From an optimization exercise on the open Yosys and OpenROAD flow, aimed at small area, a short achievable clock period and few clock cycles per item; shortcuts taken in it are not production practice.
At most, simulation tests tie the RTL to the original design; equivalence was not proved.
No functional check of the RTL was part of runs 2 and 3.

==> flow/design.v (outline; a module is shown in full before it is edited, if it fits) <==
// module sorrel_cu: 307 lines
// module sorrel_mul: 1546 lines
module sorrel_cu (
    input  wire        clk,
    input  wire        rst,         
    input  wire        in_valid,
    output wire        in_ready,
    input  wire [15:0] in_instr,
    input  wire [31:0] in_data,
    output reg         out_valid,
    output reg  [31:0] out_data,
    output reg  [2:0]  out_flags    
);
  // ...
==> flow/run.sh <==
#!/bin/bash
# synth_recipe.tcl (not shown) runs the flow's synth.tcl, then flattens the netlist and writes it again
# the make line also repeats each setting of config.mk as NAME=value (left out here)
make -C /OpenROAD-flow-scripts/flow DESIGN_CONFIG=/design/flow/config.mk WORK_HOME=/design/flow/orfs CLKGATE_MAP_FILE= SYNTH_SCRIPT=/design/flow/synth_recipe.tcl finish
==> flow/config.mk <==
export PLATFORM = sky130hd
export DESIGN_NAME = sorrel_cu
export DESIGN_NICKNAME = sorrel_cu
export VERILOG_FILES = /design/flow/design.v
export SDC_FILE = /design/flow/constraint.sdc
export NUM_CORES = 8
export LEC_CHECK = 0
export CAP_MARGIN = 20
export CORE_MARGIN = 2
export CORE_UTILIZATION = 40
export PLACE_DENSITY = 0.6
export SLEW_MARGIN = 20
==> flow/constraint.sdc <==
create_clock -name core_clock -period 27.0 [get_ports {clk}]
set_input_delay 5.4000 -clock core_clock [delete_from_list [all_inputs] [get_ports {clk}]]
set_output_delay 5.4000 -clock core_clock [all_outputs]
set_load 0.01 [all_outputs]
==> reports/metrics.cfg, run 1 <==
[status]
outcome = complete, no violations

[synthesis]
ys_warn_count = 5
synth_area_leaders = edfxtp_1 26%, fa_1 9.5%, xnor2_1 5.8%, mux2i_1 5.8%, mux4_2 5.2%
synth-compound-area-share_pct = 19.9
synth_top_family_by_area = compound AO/OA/AOI/OAI gates

[critical_path]
r2r_cells = 23
path_common_cell = fa_1
cp_max_fo = 125
cp.buffers_inverters = 7
r2r-start = ir[3]
endpoint = e2_s[30]

[clock_network]
post-cts-setup-buffers = 0
clkLatencyLatePin_ns = 0.86
cts_resized = 0
holdBufCountCts = 0
clockBufferDepth = 3

[sta]
layout_min_cycle_time_ns = 9.95
slew-limit-headroom_pct = 12.5
max_freq_ghz = 0.101
finalCritPeriodShare_pct = 36.8

[layout]
antennaDiodeCount = 53
reg_top3 = d: 512 flops, ah: 128 flops, al: 128 flops
fillCellCount = 24233
fin_cells = 14083
largest_class = multi-input combinational cells
largest_reg_flops = 512

[routing]
routed_wl_um = 574000
drc_errors = 0

[global_routing]
grt.total_usage_pct = 42.9
grt-busiest-layer = met2

[placement]
place_area_sq_um = 108000

Testbench counts, summed over its fixed seeds: cycles 24,368, instrs 24,256.
==> module sorrel_cu, before the edit <==
module sorrel_cu (
    input  wire        clk,
    input  wire        rst,         
    input  wire        in_valid,
    output wire        in_ready,
    input  wire [15:0] in_instr,
    input  wire [31:0] in_data,
    output reg         out_valid,
    output reg  [31:0] out_data,
    output reg  [2:0]  out_flags    
);
    localparam [79:0] ACC_MAX = {1'b0, {79{1'b1}}};
    localparam [79:0] ACC_MIN = {1'b1, {79{1'b0}}};
    localparam [31:0] D_MAX   = 32'h7FFF_FFFF;
    localparam [31:0] D_MIN   = 32'h8000_0000;
    reg [31:0] d  [0:15];
    reg [15:0] ax [0:3];       
    reg [31:0] ah [0:3];       
    reg [31:0] al [0:3];       
    reg        t_flag;
    reg        aov;
    reg        sov;
    reg        cfg_sat;
    reg [1:0]  cfg_mode;
    reg [4:0]  cfg_scale;      
    reg        rdy;
    reg        ir_v;
    reg [15:0] ir;
    reg [31:0] ir_d;
    reg [3:0]  ir_xi;          
    reg [3:0]  ir_yi;          
    assign in_ready = rdy;
    wire [1:0] i_cls = in_instr[15:14];
    wire [4:0] i_op  = in_instr[13:9];
    wire i_c0   = (i_cls == 2'b00);
    wire i_mac  = i_c0 & (i_op >= 5'h01) & (i_op <= 5'h04);
    wire i_lda  = i_c0 & (i_op == 5'h05);
    wire i_std  = (i_cls == 2'b10) & ~in_instr[13] & ~in_instr[4];
    wire i_ux   = i_c0 & (((i_op >= 5'h0C) & (i_op <= 5'h10)) |
                          ((i_op >= 5'h14) & (i_op <= 5'h1A)));
    wire i_uy   = i_c0 & (((i_op >= 5'h0C) & (i_op <= 5'h15)) |
                          ((i_op >= 5'h19) & (i_op <= 5'h1B)));
    wire [3:0] i_xi = i_mac ? {1'b0, in_instr[6:4]} :
                      i_lda ? in_instr[6:3] :
                      i_std ? in_instr[3:0] : in_instr[8:5];
    wire [3:0] i_yi = i_mac ? {1'b1, in_instr[3:1]} : in_instr[4:1];
    wire e1_go  = ir_v & rdy;
    wire [1:0] c1 = ir[15:14];
    wire [4:0] o1 = ir[13:9];
    wire e1_c0  = (c1 == 2'b00);
    wire e1_rnd = e1_c0 & (o1 == 5'h0B);
    wire hazard = e1_go & e1_rnd & in_valid &
                  (((i_mac | i_lda | i_std | i_ux) & (i_xi == ir[8:5])) |
                   ((i_mac | i_uy) & (i_yi == ir[8:5])));
    always @(posedge clk) begin
        if (rst) begin
            rdy  <= 1'b1;
            ir_v <= 1'b0;
        end else begin
            rdy <= ~hazard;
            if (rdy) ir_v <= in_valid;
        end
        if (rdy) begin
            ir    <= in_instr;
            ir_d  <= in_data;
            ir_xi <= i_xi;
            ir_yi <= i_yi;
        end
    end
    reg        e2_v;
    reg [15:0] e2_ir;
    reg [79:0] e2_s;           
    reg [79:0] e2_c;           
    reg        e2_sp;          
    reg        e2_ovf;         
    reg        e2_sg;          
    reg        e2_satop;       
    reg        e2_t;           
    reg        e2_dwe;         
    reg        e2_rnd;         
    reg [3:0]  e2_dst;         
    reg [1:0]  e2_pi;          
    wire [31:0] e2_dval = (e2_satop & e2_ovf & cfg_sat) ? (e2_sg ? D_MIN : D_MAX)
                                                        : e2_s[31:0];
    wire [31:0] xr = d[ir_xi];
    wire [31:0] yr = d[ir_yi];
    wire fwd_x = e2_v & e2_dwe & (e2_dst == ir_xi);
    wire fwd_y = e2_v & e2_dwe & (e2_dst == ir_yi);
    wire [31:0] xv = fwd_x ? e2_dval : xr;
    wire [31:0] yv = fwd_y ? e2_dval : yr;
    wire        e1_mul = e1_c0 & (o1 >= 5'h01) & (o1 <= 5'h04);
    wire        neg1   = (o1 == 5'h03) | (o1 == 5'h04);         
    wire [79:0] ms, mc;
    sorrel_mul u_mul (.a(xv), .b(yv), .neg(neg1), .s(ms), .c(mc));
    wire        sp1    = (xv[31] ^ yv[31] ^ neg1) & (|xv) & (|yv);
    wire o_add  = (o1 == 5'h0C);
    wire o_sub  = (o1 == 5'h0D);
    wire o_and  = (o1 == 5'h0E);
    wire o_or   = (o1 == 5'h0F);
    wire o_xor  = (o1 == 5'h10);
    wire o_mov  = (o1 == 5'h11);
    wire o_neg  = (o1 == 5'h12);
    wire o_abs  = (o1 == 5'h13);
    wire o_min  = (o1 == 5'h14);
    wire o_max  = (o1 == 5'h15);
    wire o_asr  = (o1 == 5'h16);
    wire o_lsl  = (o1 == 5'h17);
    wire o_lsr  = (o1 == 5'h18);
    wire o_eq   = (o1 == 5'h19);
    wire o_lt   = (o1 == 5'h1A);
    wire o_norm = (o1 == 5'h1B);
    wire        zero_a = o_neg | o_abs;
    wire        inv_b  = o_sub | o_neg | o_min | o_max | o_lt | (o_abs & yv[31]);
    wire [32:0] add_a  = zero_a ? 33'd0 : {xv[31], xv};
    wire [32:0] add_b  = {yv[31], yv} ^ {33{inv_b}};
    wire [32:0] sum33  = add_a + add_b + {32'd0, inv_b};
    wire        ovf1   = sum33[32] ^ sum33[31];
    wire        lt1    = sum33[32];
    wire [4:0]  dsh    = ir[4:0];
    reg  [31:0] sh_in, sh_rev;
    integer k1, k2;
    always @* begin
        for (k1 = 0; k1 < 32; k1 = k1 + 1) sh_in[k1] = o_lsl ? xv[31 - k1] : xv[k1];
    end
    wire        sh_fill = o_asr & xv[31];
    wire [63:0] sh_ext  = {{32{sh_fill}}, sh_in} >> dsh;
    always @* begin
        for (k2 = 0; k2 < 32; k2 = k2 + 1) sh_rev[k2] = o_lsl ? sh_ext[31 - k2] : sh_ext[k2];
    end
    wire [31:0] nz0 = {yv[30:0] ^ {31{yv[31]}}, 1'b1};
    wire        nb4 = ~|nz0[31:16];
    wire [15:0] nz1 = nb4 ? nz0[15:0] : nz0[31:16];
    wire        nb3 = ~|nz1[15:8];
    wire [7:0]  nz2 = nb3 ? nz1[7:0] : nz1[15:8];
    wire        nb2 = ~|nz2[7:4];
    wire [3:0]  nz3 = nb2 ? nz2[3:0] : nz2[7:4];
    wire        nb1 = ~|nz3[3:2];
    wire [1:0]  nz4 = nb1 ? nz3[1:0] : nz3[3:2];
    wire        nb0 = ~nz4[1];
    wire [4:0]  norm1 = {nb4, nb3, nb2, nb1, nb0};
    reg [31:0] alu1;
    always @* begin
        alu1 = sum33[31:0];
        if (o_and)  alu1 = xv & yv;
        if (o_or)   alu1 = xv | yv;
        if (o_xor)  alu1 = xv ^ yv;
        if (o_mov)  alu1 = yv;
        if (o_min)  alu1 = lt1 ? xv : yv;
        if (o_max)  alu1 = lt1 ? yv : xv;
        if (o_asr | o_lsl | o_lsr) alu1 = sh_rev;
        if (o_norm) alu1 = {27'd0, norm1};
    end
    wire e1_ldi  = (c1 == 2'b01);
    wire e1_alu  = e1_c0 & (o1 >= 5'h0C);
    wire [31:0] v1 = e1_ldi ? ir_d : e1_alu ? alu1 : xv;    
    wire e1_dwe = (e1_c0 & (((o1 >= 5'h0C) & (o1 <= 5'h18)) | o_norm)) |
                  (e1_ldi & ~ir[4]);
    always @(posedge clk) begin
        if (rst) e2_v <= 1'b0;
        else     e2_v <= e1_go;
        e2_ir    <= ir;
        e2_s     <= e1_mul ? ms : {ms[79:32], v1};
        e2_c     <= mc;
        e2_sp    <= sp1;
        e2_ovf   <= ovf1;
        e2_sg    <= sum33[32];
        e2_satop <= o_add | o_sub | o_neg | o_abs;
        e2_t     <= o_eq ? (xv == yv) : lt1;
        e2_dwe   <= e1_dwe;
        e2_rnd   <= e1_rnd;
        e2_dst   <= e1_ldi ? ir[3:0] : ir[8:5];
        e2_pi    <= (c1 == 2'b10) ? ir[1:0] :
                    e1_rnd        ? ir[4:3] : ir[8:7];
    end
    wire [1:0] c2 = e2_ir[15:14];
    wire [4:0] o2 = e2_ir[13:9];
    wire       e2_c0 = e2_v & (c2 == 2'b00);
    wire [79:0] an = {ax[e2_pi], ah[e2_pi], al[e2_pi]};
    wire [1:0]  mi = e2_ir[6:5];
    wire [79:0] am = {ax[mi], ah[mi], al[mi]};
    wire m_mul  = (o2 >= 5'h01) & (o2 <= 5'h04);
    wire m_acc  = (o2 == 5'h02) | (o2 == 5'h03);
    wire m_adda = (o2 == 5'h06);
    wire m_suba = (o2 == 5'h07);
    wire use_an = m_acc | m_adda | m_suba;
    wire [79:0] x1 = use_an ? an : 80'd0;
    wire [79:0] y1 = m_mul ? e2_s : (am ^ {80{m_suba}});
    wire [79:0] z1 = m_mul ? e2_c : {79'd0, m_suba};
    wire [79:0] cs_s = x1 ^ y1 ^ z1;
    wire [79:0] cs_c = (x1 & y1) | (x1 & z1) | (y1 & z1);
    wire [79:0] r2   = cs_s + {cs_c[78:0], 1'b0};
    wire        s2   = m_mul ? e2_sp : (am[79] ^ m_suba);
    wire        aovf = use_an & (an[79] == s2) & (r2[79] != an[79]);
    wire [79:0] rsat = (aovf & cfg_sat) ? (an[79] ? ACC_MIN : ACC_MAX) : r2;
    wire        m_asla = (o2 == 5'h09);
    wire        m_asra = (o2 == 5'h0A);
    wire [4:0]  ash    = e2_ir[6:2];
    reg  [79:0] ash_in, ash_out;
    integer q1, q2, q3, q4;
    always @* begin
        for (q1 = 0; q1 < 80; q1 = q1 + 1) ash_in[q1] = m_asla ? an[79 - q1] : an[q1];
    end
    wire         ash_fill = m_asra & an[79];
    wire [159:0] ash_ext  = {{80{ash_fill}}, ash_in} >> ash;
    always @* begin
        for (q2 = 0; q2 < 80; q2 = q2 + 1) ash_out[q2] = m_asla ? ash_ext[79 - q2] : ash_ext[q2];
    end
    reg  [30:0] ash_msk;
    always @* begin
        for (q3 = 0; q3 < 31; q3 = q3 + 1) ash_msk[q3] = (q3 < ash);
    end
    wire        asla_ovf = m_asla & (|((an[78:48] ^ {31{an[79]}}) & {ash_msk[0], ash_msk[1], ash_msk[2], ash_msk[3], ash_msk[4], ash_msk[5], ash_msk[6], ash_msk[7], ash_msk[8], ash_msk[9], ash_msk[10], ash_msk[11], ash_msk[12], ash_msk[13], ash_msk[14], ash_msk[15], ash_msk[16], ash_msk[17], ash_msk[18], ash_msk[19], ash_msk[20], ash_msk[21], ash_msk[22], ash_msk[23], ash_msk[24], ash_msk[25], ash_msk[26], ash_msk[27], ash_msk[28], ash_msk[29], ash_msk[30]}));
    wire [79:0] ash_res  = (asla_ovf & cfg_sat) ? (an[79] ? ACC_MIN : ACC_MAX) : ash_out;
    wire [4:0]  ext_k = (cfg_mode == 2'b00) ? 5'd0 : cfg_scale;
    wire [4:0]  ext_j = ext_k + 5'd8;                   
    wire [48:0] ext_win_all = an[70:22] >> ext_j;
    wire [32:0] ext_win = ext_win_all[32:0];          
    wire        ext_g   = ext_win[0];
    wire [31:0] ext_q   = ext_win[32:1];
    reg  [15:0] ext_smsk;
    reg  [24:0] ext_hmsk;
    reg  [23:0] ext_hmsk2;
    always @* begin
        for (q4 = 0; q4 < 16; q4 = q4 + 1) ext_smsk[q4] = (q4 < ext_j);
        for (q4 = 0; q4 < 25; q4 = q4 + 1) ext_hmsk[q4] = (q4 >= ext_j);
        for (q4 = 0; q4 < 24; q4 = q4 + 1) ext_hmsk2[q4] = (q4 >= ext_j);
    end
    wire        ext_st  = (|an[21:0]) | (|(an[37:22] & ext_smsk));
    wire        ext_hib  = |((an[78:54] ^ {25{an[79]}}) & ext_hmsk);
    wire        ext_hib2 = |((an[78:55] ^ {24{an[79]}}) & ext_hmsk2);
    wire        ext_up  = ext_g & (ext_st | ext_q[0]);
    wire [31:0] ext_r   = ext_q + {31'd0, ext_up};
    wire        ext_qmx = (ext_q == D_MAX);
    wire        ext_ovf = ~ext_qmx ? ext_hib :
                          an[79]   ? (ext_hib2 | ~ext_up) : (ext_hib | ext_up);
    wire [31:0] ext_w   = (ext_ovf & cfg_sat) ? (an[79] ? D_MIN : D_MAX) : ext_r;
    wire e2_ldi  = e2_v & (c2 == 2'b01);
    wire e2_st   = e2_v & (c2 == 2'b10);
    wire e2_ctl  = e2_v & (c2 == 2'b11);
    wire [3:0] ctl = e2_ir[10:7];
    wire w_clrf  = e2_ctl & (ctl == 4'hC);
    wire w_sta   = e2_st & e2_ir[13];
    wire w_rnd   = e2_c0 & e2_rnd;
    wire [1:0] acc_wi   = e2_ldi ? e2_ir[1:0] : e2_ir[8:7];
    wire       acc_all  = e2_c0 & (o2 >= 5'h01) & (o2 <= 5'h0A);
    wire       acc_wx   = acc_all | (e2_ldi & (e2_ir[4:2] == 3'b110));
    wire       acc_wh   = acc_all | (e2_ldi & (e2_ir[4:2] == 3'b100));
    wire       acc_wl   = acc_all | (e2_ldi & (e2_ir[4:2] == 3'b101));
    reg [79:0] acc_val;
    always @* begin
        case (o2)
            5'h05:        acc_val = {{17{e2_s[31]}}, e2_s[31:0], 31'd0};    
            5'h08:        acc_val = 80'd0;                                  
            5'h09, 5'h0A: acc_val = ash_res;                                
            default:      acc_val = rsat;
        endcase
        if (c2 == 2'b01) acc_val = {e2_s[15:0], e2_s[31:0], e2_s[31:0]};   
    end
    wire        sov_set = (e2_c0 & e2_satop & e2_ovf) | ((w_rnd | w_sta) & ext_ovf);
    wire        aov_set = e2_c0 & (aovf | asla_ovf);
    reg [31:0] st_view;
    always @* begin
        case (e2_ir[4:2])
            3'b100:  st_view = an[63:32];
            3'b101:  st_view = an[31:0];
            3'b110:  st_view = {{16{an[79]}}, an[79:64]};
            default: st_view = e2_s[31:0];
        endcase
    end
    wire signed [4:0] scl_k   = $signed(e2_ir[4:0]);
    wire        [4:0] scl_val = (scl_k > 5'sd8)  ? 5'd8 :
                                (scl_k < -5'sd8) ? 5'b11000 : e2_ir[4:0];
    reg rst_q;
    always @(posedge clk) rst_q <= rst;
    wire        d_we  = (e2_v & e2_dwe) | w_rnd;
    wire [31:0] d_wv  = rst_q ? 32'd0 : w_rnd ? ext_w : e2_dval;
    wire [79:0] a_wv  = rst_q ? 80'd0 : acc_val;
    integer i;
    always @(posedge clk) begin
        for (i = 0; i < 16; i = i + 1)
            if (rst_q | (d_we & (e2_dst == i))) d[i] <= d_wv;
        for (i = 0; i < 4; i = i + 1) begin
            if (rst_q | (acc_wx & (acc_wi == i))) ax[i] <= a_wv[79:64];
            if (rst_q | (acc_wh & (acc_wi == i))) ah[i] <= a_wv[63:32];
            if (rst_q | (acc_wl & (acc_wi == i))) al[i] <= a_wv[31:0];
        end
        if (rst_q) begin
            t_flag    <= 1'b0;
            aov       <= 1'b0;
            sov       <= 1'b0;
            cfg_sat   <= 1'b1;
            cfg_mode  <= 2'b00;
            cfg_scale <= 5'd0;
        end else begin
            if (e2_c0 & ((o2 == 5'h19) | (o2 == 5'h1A))) t_flag <= e2_t;
            if (e2_c0 & (o2 == 5'h1E))                   t_flag <= an[79];
            aov <= w_clrf ? 1'b0 : (aov | aov_set);
            sov <= w_clrf ? 1'b0 : (sov | sov_set);
            if (e2_ctl & (ctl == 4'h7)) cfg_scale <= scl_val;
            if (e2_ctl & (ctl == 4'hA)) cfg_sat   <= e2_ir[0];
            if (e2_ctl & (ctl == 4'hB) & (e2_ir[1:0] != 2'b11)) cfg_mode <= e2_ir[1:0];
        end
        out_valid <= e2_st & ~rst;
        out_data  <= w_sta ? ext_w : st_view;
        out_flags <= {t_flag, aov, sov | (w_sta & ext_ovf)};
    end
endmodule
==> run 2: changes to the inputs <==
--- a/flow/design.v
+++ b/flow/design.v
@@ -272,19 +272,15 @@
                                 (scl_k < -5'sd8) ? 5'b11000 : e2_ir[4:0];
     reg rst_q;
     always @(posedge clk) rst_q <= rst;
-    wire        d_we  = (e2_v & e2_dwe) | w_rnd;
-    wire [31:0] d_wv  = rst_q ? 32'd0 : w_rnd ? ext_w : e2_dval;
-    wire [79:0] a_wv  = rst_q ? 80'd0 : acc_val;
     integer i;
     always @(posedge clk) begin
-        for (i = 0; i < 16; i = i + 1)
-            if (rst_q | (d_we & (e2_dst == i))) d[i] <= d_wv;
-        for (i = 0; i < 4; i = i + 1) begin
-            if (rst_q | (acc_wx & (acc_wi == i))) ax[i] <= a_wv[79:64];
-            if (rst_q | (acc_wh & (acc_wi == i))) ah[i] <= a_wv[63:32];
-            if (rst_q | (acc_wl & (acc_wi == i))) al[i] <= a_wv[31:0];
-        end
         if (rst_q) begin
+            for (i = 0; i < 16; i = i + 1) d[i] <= 32'd0;
+            for (i = 0; i < 4; i = i + 1) begin
+                ax[i] <= 16'd0;
+                ah[i] <= 32'd0;
+                al[i] <= 32'd0;
+            end
             t_flag    <= 1'b0;
             aov       <= 1'b0;
             sov       <= 1'b0;
@@ -292,6 +288,11 @@
             cfg_mode  <= 2'b00;
             cfg_scale <= 5'd0;
         end else begin
+            if (e2_v & e2_dwe) d[e2_dst] <= e2_dval;
+            if (w_rnd)         d[e2_dst] <= ext_w;
+            if (acc_wx) ax[acc_wi] <= acc_val[79:64];
+            if (acc_wh) ah[acc_wi] <= acc_val[63:32];
+            if (acc_wl) al[acc_wi] <= acc_val[31:0];
             if (e2_c0 & ((o2 == 5'h19) | (o2 == 5'h1A))) t_flag <= e2_t;
             if (e2_c0 & (o2 == 5'h1E))                   t_flag <= an[79];
             aov <= w_clrf ? 1'b0 : (aov | aov_set);
==> run 2 against run 1 <==
Net effect:
- still clean
- global-route usage fell by 4.0 points
- sequential cell count up 8
- fmax up 0.14%
- via count is 4.3% lower
- clock skew rose by 0.025 ns
- sequential share of layout area is 0.22 points lower
- utilization down 0.69 points
- synthesized area increased by 2.7%
- largest cell class unchanged
==> reports/metrics.cfg, run 2 <==
[synthesis]
async_reset_ff_share_pct = 0
yosysSeqAreaShare_pct = 29.3
synth_area_leaders = edfxtp_1 25%, mux4_2 11%, fa_1 9.2%, mux2i_1 6.3%, a21oi_1 5.6%
yosys_most_used_dff = edfxtp_1
ys_types = 100
synth.most_common_cell = a21oi_1
synth-edff-count = 885
synthCells = 11047
netlist_top_cells_count = 1185 x a21oi_1, 1053 x nor2_1, 885 x edfxtp_1
synth_seq_cells = 1097
syn_area_per_cell_sq_um = 9.51
syn_nets = 11852
synth_area_sq_um = 105000
synth_top_area_share_pct = 25.3
synth_top_area_cell = edfxtp_1
ys_warn_count = 1  ; -4

[floorplanning]
die-area_sq_um = 267000
fp.dieH_um = 516
row_count = 188
core_sq_um = 262000
pin_count = 88
start_util_pct = 40.1
fp.dieW_um = 516

[routing]
drt_iter0_drc = 15667
routedWlPerCell_um = 37.3
viasPerCell = 6.71
routed_wl_um = 531000  ; -7.6%
dr.pass1.iters = 15
vias = 95627
drc_errors = 0  ; unchanged
ant_nets = 0

[global_routing]
grt_overflow = 0
antenna_found_initial = 50
grt.total_usage_pct = 39.0  ; -4.0 points
grt_pass1_vias = 92125
grt_first_pass_wirelength_um = 732000
grt_max_degree = 86

[clock_network]
clockBufferDepth = 4  ; +1
holdBufCountCts = 0  ; unchanged
clkTransAtPathRegs_ns = 0.07
htree_levels = 4
root_buffer = clkbuf_16
cts_tree = done
cts.sinks = 1097
clkLatencyLatePin_ns = 0.86  ; about the same
cts_resized = 0  ; unchanged
numCtsBuffers = 141
post-cts-setup-buffers = 0  ; unchanged

[hold_path]
hold_class = flip-flop to flip-flop

[sta]
worst_slack_ns = 17.07
setup_tns_ns = 0
finalCritPeriodShare_pct = 36.8  ; -0.050 points
fin_worst_skew_ns = 0.0923
whs_ns = 0.412
hold_viol_final = 0
worst_pin_slew_ns = 1.26
setup_viol = 0
drv_slew = 0
max_freq_ghz = 0.101  ; +0.14%
rsz0062_at_grt = no
layout_min_cycle_time_ns = 9.93  ; -0.0136 ns
slew-limit-headroom_pct = 14.8  ; +2.4 points

[placement]
dp_hpwl_um = 367000
place_area_sq_um = 110000  ; +1.8%
port-buffer-count = 87
gp_congestion = 1.07
dp_cells = 13981
post-place-ws_ns = 17.36

[layout]
mostFrequentLayoutCell = a21oi_1
postLayoutCellArea_sq_um = 114000
area_growth_pct = 8.55
fin_util_pct = 43.6
drive_gt1_share_pct = 13.6
final_cell_mix = 1184 x a21oi_1, 1049 x nor2_1, 885 x edfxtp_1
largest_reg_flops = 512  ; unchanged
regMostFlops = d
reg_top3 = d: 512 flops, ah: 128 flops, al: 128 flops
nNetsFinal = 11415
fin_cells = 14247  ; +1.2%

[critical_path]
crit_required_ns = 27.70
cp_max_fo = 54  ; -57%
worst_ep_arrival_time_ns = 10.63
path_class = flip-flop to flip-flop
start_kind = flip-flop
cp-end-kind = flip-flop

[status]
outcome = complete, no violations

[job]
cap_viol_max_count = 0

==> run 2: changes by cell type after synthesis, sizes merged, moves of 62 or more <==
cell    change
mux2i      +62
nand3     -199
a22oi     -131
nor2      +606
o21ai     -171
a21oi     +242
xnor2      -65
and2       +85
a221oi     -84
mux4      +272
a22o       -74
==> run 2: worst paths after layout <==
check	slack, ns	depth (start not counted)	startpoint	end
max	17.07	27	e2_ir[13]	ah[2][3]
min	0.41	0	aov	out_flags[1]
max reg2reg	17.07	27	e2_ir[13]	ah[2][3]
min reg2reg	0.41	0	aov	out_flags[1]
==> run 2: routing by layer <==
layer,vias up,GRT usage (%),wire (um)
li1,38765,-,-
met1,47195,48.2,188000
met2,7707,57.1,226000
met3,1928,12.2,69900
met4,32,28.5,47100
met5,-,0.252,296
==> run 2: worst max-delay path: stages, from the launching register on <==
cell and delay (ns):
dfxtp_1 0.40, nor2_1 0.13, buf_4 0.29, and2_2 0.21
and3_4 0.66, nor2_4 0.14, buf_4 0.37, mux2i_1 0.34
o21ai_0 0.25, fa_1 0.58, inv_1 0.05, ha_1 0.36
a21o_1 0.18, a21oi_1 0.13, o21ai_0 0.24, a2111oi_1 0.85
a2111oi_1 0.23, buf_4 0.22, a211oi_1 0.29, buf_4 0.20
o31ai_1 0.19, a221oi_1 0.57, nand2_1 0.55, a21boi_4 0.69
buf_4 0.48, a21oi_1 0.11, a2111oi_0 0.77, and2_1 0.23
==> run 2: kinds of logic (layout without fill, tap and decap cells) <==
family,count (synthesis),after routing,synth area share [%]
mux,1268,1268,18.2
fa+ha+maj,755,755,12.4
xor+xnor,776,776,6.47
compound gates,2746,2746,15.4
other cells,0,28,0
simple gates,2687,2687,11.5
buf+inv,1718,1375,6.55
flops,1097,1097,29.3
==> run 2: layout make-up <==
class                      instances  area [sq um]
antenna                           28          70.1
clock buffer                     161          3630
clock inverter                    76           691
fill                           25131        148000
inverter                         704          2650
multi-input combinational       8232         68200
sequential                      1097         30900
tap                             3515          4400
timing repair buffer             434          3490
==> run 3: changes to the inputs <==
--- a/flow/design.v
+++ b/flow/design.v
@@ -138,18 +138,15 @@
     wire [1:0]  nz4 = nb1 ? nz3[1:0] : nz3[3:2];
     wire        nb0 = ~nz4[1];
     wire [4:0]  norm1 = {nb4, nb3, nb2, nb1, nb0};
-    reg [31:0] alu1;
-    always @* begin
-        alu1 = sum33[31:0];
-        if (o_and)  alu1 = xv & yv;
-        if (o_or)   alu1 = xv | yv;
-        if (o_xor)  alu1 = xv ^ yv;
-        if (o_mov)  alu1 = yv;
-        if (o_min)  alu1 = lt1 ? xv : yv;
-        if (o_max)  alu1 = lt1 ? yv : xv;
-        if (o_asr | o_lsl | o_lsr) alu1 = sh_rev;
-        if (o_norm) alu1 = {27'd0, norm1};
-    end
+    wire        pick_x = (o_min & lt1) | (o_max & ~lt1);
+    wire [3:0]  tt = o_and ? 4'b1000 : o_or ? 4'b1110 : o_xor ? 4'b0110 :
+                     pick_x ? 4'b1100 : 4'b1010;
+    wire [31:0] logic1 = (xv & yv & {32{tt[3]}}) | (xv & ~yv & {32{tt[2]}}) |
+                         (~xv & yv & {32{tt[1]}}) | (~xv & ~yv & {32{tt[0]}});
+    wire        use_sum = o_add | o_sub | o_neg | o_abs;
+    wire        use_sh  = o_asr | o_lsl | o_lsr;
+    wire [31:0] alu1 = use_sum ? sum33[31:0] : use_sh ? sh_rev :
+                       o_norm  ? {27'd0, norm1} : logic1;
     wire e1_ldi  = (c1 == 2'b01);
     wire e1_alu  = e1_c0 & (o1 >= 5'h0C);
     wire [31:0] v1 = e1_ldi ? ir_d : e1_alu ? alu1 : xv;    
@@ -272,15 +269,19 @@
                                 (scl_k < -5'sd8) ? 5'b11000 : e2_ir[4:0];
     reg rst_q;
     always @(posedge clk) rst_q <= rst;
+    wire        d_we  = (e2_v & e2_dwe) | w_rnd;
+    wire [31:0] d_wv  = rst_q ? 32'd0 : w_rnd ? ext_w : e2_dval;
+    wire [79:0] a_wv  = rst_q ? 80'd0 : acc_val;
     integer i;
     always @(posedge clk) begin
+        for (i = 0; i < 16; i = i + 1)
+            if (rst_q | (d_we & (e2_dst == i))) d[i] <= d_wv;
+        for (i = 0; i < 4; i = i + 1) begin
+            if (rst_q | (acc_wx & (acc_wi == i))) ax[i] <= a_wv[79:64];
+            if (rst_q | (acc_wh & (acc_wi == i))) ah[i] <= a_wv[63:32];
+            if (rst_q | (acc_wl & (acc_wi == i))) al[i] <= a_wv[31:0];
+        end
         if (rst_q) begin
-            for (i = 0; i < 16; i = i + 1) d[i] <= 32'd0;
-            for (i = 0; i < 4; i = i + 1) begin
-                ax[i] <= 16'd0;
-                ah[i] <= 32'd0;
-                al[i] <= 32'd0;
-            end
             t_flag    <= 1'b0;
             aov       <= 1'b0;
             sov       <= 1'b0;
@@ -288,11 +289,6 @@
             cfg_mode  <= 2'b00;
             cfg_scale <= 5'd0;
         end else begin
-            if (e2_v & e2_dwe) d[e2_dst] <= e2_dval;
-            if (w_rnd)         d[e2_dst] <= ext_w;
-            if (acc_wx) ax[acc_wi] <= acc_val[79:64];
-            if (acc_wh) ah[acc_wi] <= acc_val[63:32];
-            if (acc_wl) al[acc_wi] <= acc_val[31:0];
             if (e2_c0 & ((o2 == 5'h19) | (o2 == 5'h1A))) t_flag <= e2_t;
             if (e2_c0 & (o2 == 5'h1E))                   t_flag <= an[79];
             aov <= w_clrf ? 1'b0 : (aov | aov_set);
==> flow/flow/run.sh (new file) <==
#!/bin/bash
# The standard layout, with ORFS's timing repair aimed at a setup slack
# of SETUP_SLACK_MARGIN ns instead of 0, so that the repair sizes the logic
# for a short achieved period. The clock, its period and the I/O constraints
# are the design's, unchanged. The make output goes to standard.log.
set -euo pipefail
bash standard.sh SETUP_SLACK_MARGIN=20 finish > standard.log 2>&1
==> flow/standard.sh (new file) <==
#!/bin/bash
# synth_recipe.tcl (not shown) runs the flow's synth.tcl, then flattens the netlist and writes it again
# the make line also repeats each setting of config.mk as NAME=value (left out here)
make -C /OpenROAD-flow-scripts/flow DESIGN_CONFIG=/design/flow/config.mk WORK_HOME=/design/flow/orfs CLKGATE_MAP_FILE= SYNTH_SCRIPT=/design/flow/synth_recipe.tcl "${@:-finish}"
removed: flow/run.sh
==> run 3 against run 2 <==
Net effect:
- still clean on timing, DRC and antenna
- clock-buffer cell count up 10
- non-clock buffer count is 455 higher
- sequential share of layout area is 1.5 points lower
- critical path depth is 1 lower
- setup slack improved by 2.7 ns
- sequential cell count shrank 8
- die area shrank 4.2%
- clock skew increased by 0.018 ns
- cell area is 5.4% higher
- critical path type unchanged
- largest cell class unchanged
- highest routed layer unchanged
==> reports/metrics.cfg, run 3 <==
[critical_path]
cp-end-kind = flip-flop
cp_max_fo = 14  ; -74%
start_kind = flip-flop
path_class = flip-flop to flip-flop
cp.depth = 26  ; -3.7%
cp_slowest_cell = o311ai_2
endpoint = e2_s[20]
crit_required_ns = 27.67  ; -0.03 ns
crit_start = ir_xi[3]
r2r-start = ir_xi[3]
cp.buffers_inverters = 8  ; +2
cp_top_family = compound AO/OA/AOI/OAI gates
cp_slowest_stage_delay_ns = 0.60  ; -0.25 ns
r2r_cells = 26  ; -3.7%
ff2ff_setup_slack_ns = 19.74  ; +2.68 ns
path_common_cell = buf_4
r2r-end = e2_s[20]
worst_ep_arrival_time_ns = 7.93  ; -2.70 ns

[sta]
setup_viol = 0  ; unchanged
rsz0062_at_grt = yes
slew-limit-headroom_pct = 13.7  ; -1.1 points
finalCritPeriodShare_pct = 26.9  ; -9.9 points
whs_ns = 0.446  ; +0.0345 ns
worst_pin_slew_ns = 1.29  ; +0.0232 ns
layout_min_cycle_time_ns = 7.26  ; -2.68 ns
drv_slew = 0  ; unchanged
hold_viol_final = 0  ; unchanged
fin_worst_skew_ns = 0.110  ; +0.0182 ns
setup_tns_ns = 0  ; unchanged
max_freq_ghz = 0.138  ; +37%

[synthesis]
synth-edff-count = 885  ; unchanged
async_reset_ff_share_pct = 0  ; unchanged
syn_area_per_cell_sq_um = 9.47  ; -0.40%
yosysSeqAreaShare_pct = 30.5  ; +1.2 points
synth_top_area_share_pct = 26.4  ; +1.1 points
synth_top_area_cell = edfxtp_1
syn_nets = 11453  ; -3.4%
ys_warn_count = 5  ; +4
synth_seq_cells = 1089  ; -0.73%
ys_types = 109  ; +9.0%
synth_area_sq_um = 101000  ; -4.3%
synth.most_common_cell = edfxtp_1
netlist_top_cells_count = 885 x edfxtp_1, 819 x o21ai_0, 760 x nand2_1
synthCells = 10616  ; -3.9%
yosys_most_used_dff = edfxtp_1
synth_area_leaders = edfxtp_1 26%, fa_1 9.6%, mux2i_1 6.7%, xnor2_1 5.4%, mux4_2 4.7%

[clock_network]
root_buffer = clkbuf_16
clkLatencyLatePin_ns = 0.90  ; +0.04 ns
cts.sinks = 1089  ; -0.73%
htree_levels = 4  ; unchanged
numCtsBuffers = 136  ; -3.5%
clockBufferDepth = 3  ; -1
clkTransAtPathRegs_ns = 0.06  ; about the same
cts_tree = done

[routing]
routed_wl_um = 604000  ; +14%
drt_iter0_drc = 20179  ; +29%
drc_errors = 0  ; unchanged
dr.pass1.iters = 13  ; -2
routedWlPerCell_um = 42.5  ; +14%
ant_nets = 0  ; unchanged
viasPerCell = 7.22  ; +7.6%
vias = 102579  ; +7.3%

[global_routing]
grt_overflow = 0  ; unchanged
grt_max_degree = 81  ; -5.8%
grt_pass1_vias = 93966  ; +2.0%
grt.total_usage_pct = 44.6  ; +5.7 points
antenna_found_initial = 68  ; +36%
grt_first_pass_wirelength_um = 794000  ; +8.5%

[job]
cap_viol_max_count = 0  ; unchanged

[floorplanning]
pin_count = 88  ; unchanged
die-area_sq_um = 255000  ; -4.2%
fp.dieW_um = 505  ; -2.1%
row_count = 184  ; -2.1%
start_util_pct = 40.1  ; about the same
core_sq_um = 251000  ; -4.2%
fp.dieH_um = 505  ; -2.1%

[placement]
port-buffer-count = 87  ; unchanged
dp_hpwl_um = 384000  ; +4.9%
gp_congestion = 1.07  ; -0.82%

[layout]
reg_top3 = d: 512 flops, ah: 128 flops, al: 128 flops
drive_gt1_share_pct = 17.7  ; +4.2 points
largest_reg_flops = 512  ; unchanged
fillCellCount = 23072  ; -8.2%
nNetsFinal = 11516  ; +0.88%
regMostFlops = d
mostFrequentLayoutCell = edfxtp_1
area_growth_pct = 19.5
final_cell_mix = 885 x edfxtp_1, 763 x o21ai_0, 746 x nand2_1

[hold_path]
hold_class = flip-flop to flip-flop

[status]
outcome = complete, no violations

-- run 3: cell types whose count changed in the layout (fill, tap and decap cells not counted), moves of 127 or more --
cell     delta
o21ai_0   +143
nand3_1   +306
buf_4     +127
mux4_2    -298
a21oi_1   -541
nor2_1    -624
-- run 3: what timing repair did --
action,in CTS,in global routing
cloned,54,34
resized for setup,636,405
hold buffers,0,0
setup buffers,157,155
setup endpoints to repair,1024,870
pin swaps,65,143
-- run 3: worst min path at each step --
stage,cells past startpoint,startpoint,slack [ns],to
2_1_floorplan,0,aov,0.33,out_flags[1]
4_1_cts,0,t_flag,0.44,out_flags[2]
5_1_grt,0,t_flag,0.44,out_flags[2]
3_5_place_dp,2,ir_v,0.44,e2_v
6_report,2,ir_v,0.45,e2_v
3_3_place_gp,2,ir_v,0.43,e2_v
-- run 3: per-stage QoR --
| step | utilization (%) | instance area, sq um | setup slack, ns | std cells |
|---|---|---|---|---|
| global placement | 42.2 | 106000 | 17.23 | 13486 |
| finish | 47.9 | 120000 | 19.74 | 14209 |
| floorplan | - | 101000 | 19.93 | 10616 |
| global route | 47.9 | 120000 | 19.95 | 14154 |
| detailed placement | 42.2 | 106000 | 17.05 | 13488 |
| CTS | 46.4 | 116000 | 19.96 | 13951 |
-- run 3: logic make-up after synthesis --
kind of cell / count (synthesis) / synth area share, %
buffers and inverters: 1638 / 6.45
and+or+nand+nor: 2417 / 11.4
AOI/OAI and AO/OA: 2874 / 18.5
adders and majority gates: 786 / 13.4
DFF: 1089 / 30.5
muxes: 981 / 12.5
xor gates and xnor gates: 831 / 7.24
-- run 3: layout make-up --
cell class	instances	area, sq um	share of cell area [%]
multi-input combinational	7892	66700	55.5
sequential	1089	30700	25.5
timing repair buffer	889	11100	9.25
tap	3348	4190	3.49
clock buffer	171	3670	3.05
inverter	670	2630	2.19
clock inverter	81	1050	0.870
antenna	68	170	0.142
timing repair inverter	1	5.00	0.00416
-- run 3: worst reg2reg max path, delay by kind of cell, from the launching register on --
| family | cells | cell delay, ns |
|---|---|---|
| simple gates | 6 | 1.06 |
| buf+inv | 8 | 2.05 |
| flops | 1 | 0.47 |
| compound gates | 11 | 3.06 |
| fa+ha+maj | 1 | 0.39 |
-- run 3: routing by layer --
layer | vias up | track usage [%] | routed length [um]
met3 | 3152 | 21.2 | 100000
met5 | - | 0.601 | 690
met2 | 10452 | 60.7 | 234000
li1 | 39004 | - | -
met4 | 48 | 34.6 | 62800
met1 | 49923 | 53.8 | 206000

[port drivers added, routing unchanged]
In the flow no input, the clock included, has a driving cell. The finished layouts below were timed again as built, in two steps. Step 1 (the two cells are an assumption about what drives the block):
set clk [get_ports {clk}]
set_driving_cell -lib_cell sky130_fd_sc_hd__clkbuf_16 $clk
set_driving_cell -lib_cell sky130_fd_sc_hd__buf_2 [delete_from_list [all_inputs] $clk]
Step 2 adds t to the input delays and takes it off the output delays; t is the mean of the earliest and latest rising clock arrival at the registers after step 1. Input paths then give back, and output paths get back, about the clock's delay inside the block. Slacks: ideal / step 1 / step 2; pairs: ideal / step 1.
| run | t (ns) | slack for setup (ns) | worst setup path after step 2 | clock arrival spread, ns | pins driven straight from the clock port |
|---|---|---|---|---|---|
| run 1 | 0.933 | 17.052 / 17.052 / 17.052 | register to register | 0.068 / 0.067 | 1 |
| run 2 | 0.913 | 17.065 / 17.065 / 17.065 | register to register | 0.093 / 0.092 | 1 |
| run 3 | 0.951 | 19.742 / 19.742 / 19.195 | input to register | 0.110 / 0.110 | 1 |
After both steps every run listed still meets setup and hold. For run 3, which loses most, drivers alone change the setup slack by 0.000 ns; drivers and shift together by -0.547 ns.
